From an optimization exercise on the open Yosys and OpenROAD flow, aimed at small area, a short achievable clock period and few clock cycles; shortcuts taken in it are not production practice. Function was checked by simulation only, so behaviour that the tests miss may differ from the original. Power and IR drop assume default switching activity.

==> flow/design.v (excerpt) <==
module crc_block (
    input  wire        clk,
    input  wire        rst,
    input  wire        reg_we,
    input  wire [9:0]  reg_waddr,
    input  wire [31:0] reg_wdata,
    input  wire        reg_re,
    input  wire [9:0]  reg_raddr,
    output wire [31:0] reg_rdata,
    input  wire        cmd_valid,
    input  wire        cmd_op,
    input  wire [3:0]  cmd_unit,
    output reg         cmd_ready,
    output reg         resp_valid,
    output reg  [7:0]  resp_status,
    input  wire        s_valid,
    output wire        s_ready,
    input  wire [7:0]  s_data,
    input  wire        s_first,
    input  wire        s_last,
    input  wire        s_dir,       
    input  wire [7:0]  s_svc,
    input  wire [15:0] s_peer,
    output reg         r_valid,
    output reg         r_hit,
    output reg  [3:0]  r_unit,
    output reg         r_ok,
    output reg  [10:0] r_len,
    output reg  [31:0] r_crc,
    output reg  [31:0] r_app
);
export LEC_CHECK = 0
export CAP_MARGIN = 30
export CORE_MARGIN = 2
export CORE_UTILIZATION = 60
export PLACE_DENSITY = 0.7
export SLEW_MARGIN = 45
export SYNTH_HIERARCHICAL = 1
create_clock -name core_clock -period 18.0 [get_ports {clk}]
standard.sh (not shown) runs the stock make flow with config.mk's settings and CLKGATE_MAP_FILE= SYNTH_SCRIPT=/design/flow/synth_recipe.tcl, a recipe that flattens the netlist after the stock synthesis.
==> flow/flow/run.sh <==
#!/bin/bash
# Layout flow: the standard ORFS flow (standard.sh: the unchanged standard
# synthesis, floorplan, power grid, placement, CTS and routing) with these
# changes to how the layout is made:
#  - timing repair aims below the clock period: repair_timing works on the
#    worst paths longer than 18 ns - SETUP_SLACK_MARGIN;
#  - the steps estimate wire delays with flow/rc.tcl (the platform's wire RC
#    scaled by 1.4) instead of the platform's setRC.tcl;
#  - ports get buf_2 buffers (repair resizes them where timing needs it);
set -euo pipefail
bash standard.sh \
  SETUP_SLACK_MARGIN=12.5 \
  TNS_END_PERCENT=5 \
  "LAYER_PARASITICS_FILE=$PWD/flow/rc.tcl" \
  "BUFFER_PORTS_ARGS=-buffer_cell sky130_fd_sc_hd__buf_2" \
  "CTS_ARGS=-sink_clustering_enable -repair_clock_nets -sink_clustering_size 25 -sink_clustering_max_diameter 70 -dont_use_dummy_load" \
  finish > flow.log 2>&1
==> flow/flow/rc.tcl <==
set k 1.4
set_layer_rc -layer li1 -capacitance [expr {$k * 1.499e-04}] -resistance [expr {$k * 7.176e-02}]
set_layer_rc -layer met1 -capacitance [expr {$k * 1.72375E-04}] -resistance [expr {$k * 8.929e-04}]
set_layer_rc -layer met2 -capacitance [expr {$k * 1.36233E-04}] -resistance [expr {$k * 8.929e-04}]
set_layer_rc -layer met3 -capacitance [expr {$k * 2.14962E-04}] -resistance [expr {$k * 1.567e-04}]
set_layer_rc -layer met4 -capacitance [expr {$k * 1.48128E-04}] -resistance [expr {$k * 1.567e-04}]
set_layer_rc -layer met5 -capacitance [expr {$k * 1.54087E-04}] -resistance [expr {$k * 1.781e-05}]

set_layer_rc -via mcon -resistance 9.249146E-3
set_layer_rc -via via -resistance 4.5E-3
set_layer_rc -via via2 -resistance 3.368786E-3
set_layer_rc -via via3 -resistance 0.376635E-3
set_layer_rc -via via4 -resistance 0.00580E-3

set_wire_rc -signal -layer met1
set_wire_rc -clock -layer met3
Testbench counts at the start, summed over its fixed seeds: cycles 65,467.
Edit:
==> flow/flow/run.sh (replaced) <==
#!/bin/bash
# Layout flow: the standard ORFS flow (standard.sh: the unchanged standard
# synthesis, floorplan, power grid, placement, CTS and routing) with these
# changes to how the layout is made:
#  - timing repair aims below the clock period: repair_timing works on the
#    worst paths longer than 18 ns - SETUP_SLACK_MARGIN;
#  - ports get buf_2 buffers (repair resizes them where timing needs it);
set -euo pipefail
bash standard.sh \
  SETUP_SLACK_MARGIN=12.8 \
  TNS_END_PERCENT=5 \
  "BUFFER_PORTS_ARGS=-buffer_cell sky130_fd_sc_hd__buf_2" \
  "CTS_ARGS=-sink_clustering_enable -repair_clock_nets -sink_clustering_size 25 -sink_clustering_max_diameter 70 -dont_use_dummy_load" \
  finish > flow.log 2>&1
removed: flow/flow/rc.tcl
What happened:
- power goes up slightly
- cell count rises slightly
- via count grows slightly
- setup slack degrades by 0.23 ns
- wire length went up by a few percent
- flip-flop and latch count does not change
- count of clock-buffer cells in the layout came out lower by 3
- design area increases slightly
- die area is unchanged
- global-route usage climbs by 0.53 points
- clock power is about the same

==> static timing again, ports no longer ideal <==
No port has a modelled driver above. Below, the same layouts with a new extraction and two added sets of constraints.
Step 1 assumes that a clkbuf_16 drives the clock port and a buf_2 every other input.
Step 2 adds t to the input delays and takes it off the output delays; t is the mean of the earliest and latest rising clock arrival at the registers after step 1. Input paths then give back, and output paths get back, about the clock's delay inside the block.
Three values: ideal, step 1, step 2; two values: the first two.
run | t, ns | setup slack, ns | latest minus earliest clock arrival (ns) | worst data-port slew with drivers (ns) | pins driven straight from the clock port
the first run | 1.019 | 12.416 / 12.255 / 11.235 | 0.107 / 0.107 | 0.29 | 1
the second run | 1.026 | 12.183 / 12.190 / 11.187 | 0.125 / 0.126 | 0.22 | 1
After both steps setup and hold are still met in every run listed. The setup slack of the first run, which loses most, moves by -0.161 ns with the drivers and by -1.181 ns with both steps.
